Context: an optimization exercise on an open-source flow, tuned for small area, a short achievable clock period and few clock cycles. The choices shown serve that exercise and are no tape-out recipe. Only simulation tests tie the RTL to the original design; equivalence was not proved.

==> job 1703 <==
## hallmark_lane
module hallmark_lane (
    input  wire         clk,
    input  wire         rst,
    input  wire         start,
    input  wire [7:0]   stream,
    input  wire [1:0]   tflag,
    input  wire         restart,
    input  wire [63:0]  seq,
    input  wire [47:0]  sec,
    input  wire [31:0]  nsec,
    input  wire [3:0]   nrange,
    input  wire [63:0]  devser,
    input  wire [255:0] prev,
    output wire         idle,
    input  wire         in_valid,
    input  wire [63:0]  in_data,
    output wire         in_ready,
    output reg          done,
    output wire [255:0] hallmark
);
    function [31:0] rotr(input [31:0] x, input integer n);
        rotr = (x >> n) | (x << (32 - n));
    endfunction
    function [31:0] bsig0(input [31:0] x);
        bsig0 = rotr(x, 2) ^ rotr(x, 13) ^ rotr(x, 22);
    endfunction
    function [31:0] bsig1(input [31:0] x);
        bsig1 = rotr(x, 6) ^ rotr(x, 11) ^ rotr(x, 25);
    endfunction
    function [31:0] ssig0(input [31:0] x);
        ssig0 = rotr(x, 7) ^ rotr(x, 18) ^ (x >> 3);
    endfunction
    function [31:0] ssig1(input [31:0] x);
        ssig1 = rotr(x, 17) ^ rotr(x, 19) ^ (x >> 10);
    endfunction
    function [63:0] csa(input [31:0] x, input [31:0] y, input [31:0] z);
        csa = {((x & y) | (x & z) | (y & z)) << 1, x ^ y ^ z};
    endfunction
    function [63:0] bswap64(input [63:0] x);
        integer i;
        for (i = 0; i < 8; i = i + 1)
            bswap64[8*i +: 8] = x[56 - 8*i +: 8];
    endfunction
    localparam [2047:0] KTAB = {
        256'hc67178f2bef9a3f7a4506ceb90befffa8cc7020884c8781478a5636f748f82ee,
  ...
make LEC_CHECK=0 CAP_MARGIN=20 CORE_MARGIN=2 CORE_UTILIZATION=30 CTS_BUF_LIST='sky130_fd_sc_hd__clkbuf_4 sky130_fd_sc_hd__clkbuf_8' PLACE_DENSITY=0.5 SETUP_SLACK_MARGIN=5 SLEW_MARGIN=20 finish   # period 10.0 ns
run.sh (not shown) runs the stock make flow with config.mk's settings and CLKGATE_MAP_FILE= SYNTH_SCRIPT=/design/flow/synth_recipe.tcl, a recipe that flattens the netlist after the stock synthesis.
==> job 3113: changes against job 1703 <==
--- a/flow/config.mk
+++ b/flow/config.mk
@@ -8,7 +8,6 @@
 export CAP_MARGIN = 20
 export CORE_MARGIN = 2
-export CORE_UTILIZATION = 30
-export CTS_BUF_LIST = sky130_fd_sc_hd__clkbuf_4 sky130_fd_sc_hd__clkbuf_8
-export PLACE_DENSITY = 0.5
+export CORE_UTILIZATION = 50
+export PLACE_DENSITY = 0.65
 export SETUP_SLACK_MARGIN = 5
 export SLEW_MARGIN = 20
==> job 5421: changes against job 1703 <==
==> flow/flow/run.sh (new file) <==
#!/bin/bash
# Standard layout, with the smallest plain buffer on every port and a clock tree
# built from mid-size buffers without dummy loads.
set -euo pipefail
export BUFFER_PORTS_ARGS="-buffer_cell sky130_fd_sc_hd__buf_1"
export CTS_ARGS="-sink_clustering_enable -repair_clock_nets -dont_use_dummy_load -buf_list {sky130_fd_sc_hd__clkbuf_4 sky130_fd_sc_hd__clkbuf_8}"
export SETUP_SLACK_MARGIN=6
bash standard.sh > standard.log 2>&1
==> flow/standard.sh (new file) <==
#!/bin/bash
# synth_recipe.tcl (not shown) runs the flow's synth.tcl, then flattens the netlist and writes it again
# the make line also repeats each setting of config.mk as NAME=value (left out here)
make -C /OpenROAD-flow-scripts/flow DESIGN_CONFIG=/design/flow/config.mk WORK_HOME=/design/flow/orfs CLKGATE_MAP_FILE= SYNTH_SCRIPT=/design/flow/synth_recipe.tcl "${@:-finish}"
--- a/flow/config.mk
+++ b/flow/config.mk
@@ -6,9 +6,8 @@
 export NUM_CORES = 4
 export LEC_CHECK = 0
+export ABC_AREA = 1
 export CAP_MARGIN = 20
 export CORE_MARGIN = 2
 export CORE_UTILIZATION = 30
-export CTS_BUF_LIST = sky130_fd_sc_hd__clkbuf_4 sky130_fd_sc_hd__clkbuf_8
 export PLACE_DENSITY = 0.5
-export SETUP_SLACK_MARGIN = 5
 export SLEW_MARGIN = 20
removed: flow/run.sh
==> qor summary <==
Final WL: job 3113 247000 microns; job 5421 322000 microns; job 1703 264000 microns
Area taken by multi-input logic gates: job 3113 36200 sq um; job 5421 39200 sq um; job 1703 36200 sq um
Commonest non-fill, non-tap cell in the layout: job 3113 sky130_fd_sc_hd__dfxtp_1; job 5421 sky130_fd_sc_hd__nand2_1; job 1703 sky130_fd_sc_hd__dfxtp_1
Register area: job 3113 25700 sq um; job 5421 25800 sq um; job 1703 25700 sq um
Antenna violations before repair: job 3113 25; job 5421 26; job 1703 45
Post-cts resize count: job 3113 48; job 5421 414; job 1703 63
Synth Instances: job 3113 6647; job 5421 9512; job 1703 6647
Post-route cell area: job 3113 78900 sq um; job 5421 79800 sq um; job 1703 80500 sq um
Crit path capture: job 3113 a[22]; job 5421 a[23]; job 1703 a[24]
Headroom to the max-slew limit: job 3113 0.191; job 5421 0.217; job 1703 0.262
Proportion of final cell area spent on non-clock buffers: job 3113 0.110; job 5421 0.0524; job 1703 0.109
Die ar.: job 3113 131000 sq um; job 5421 231000 sq um; job 1703 218000 sq um
Number of buffers inserted by post-CTS setup repair: job 3113 10; job 5421 40; job 1703 12
Run status: job 3113 complete, no violations; job 5421 complete, no violations; job 1703 complete, no violations
Testbench counts of job 1703, summed over its fixed seeds: cycles 447,163.
Testbench counts of job 3113, summed over its fixed seeds: cycles 447,163.
Testbench counts of job 5421, summed over its fixed seeds: cycles 447,163.

[static timing again, ports no longer ideal]
Ports are ideal in the flow. The routed layouts listed here were re-timed in OpenROAD.
Step 1: set_driving_cell puts a clkbuf_16 on clk and a buf_2 on each other input, an assumption about the parent block.
Step 2 also shifts input and output timing later by t, the mid clock arrival at the registers, as if the neighbouring blocks saw the same clock.
a / b / c = no drivers / after step 1 / after step 2; a / b = the first two.
run	shift t [ns]	setup slack, ns	worst slew at a driven data input, ns
job 1703	1.070	4.991 / 4.991 / 4.391	0.23
job 3113	0.864	4.908 / 4.908 / 4.508	0.23
job 5421	1.013	5.755 / 5.755 / 5.239	0.15
After both steps every run listed still meets setup and hold. The setup slack of job 1703, which loses most, moves by 0.000 ns with the drivers and by -0.600 ns with both steps.
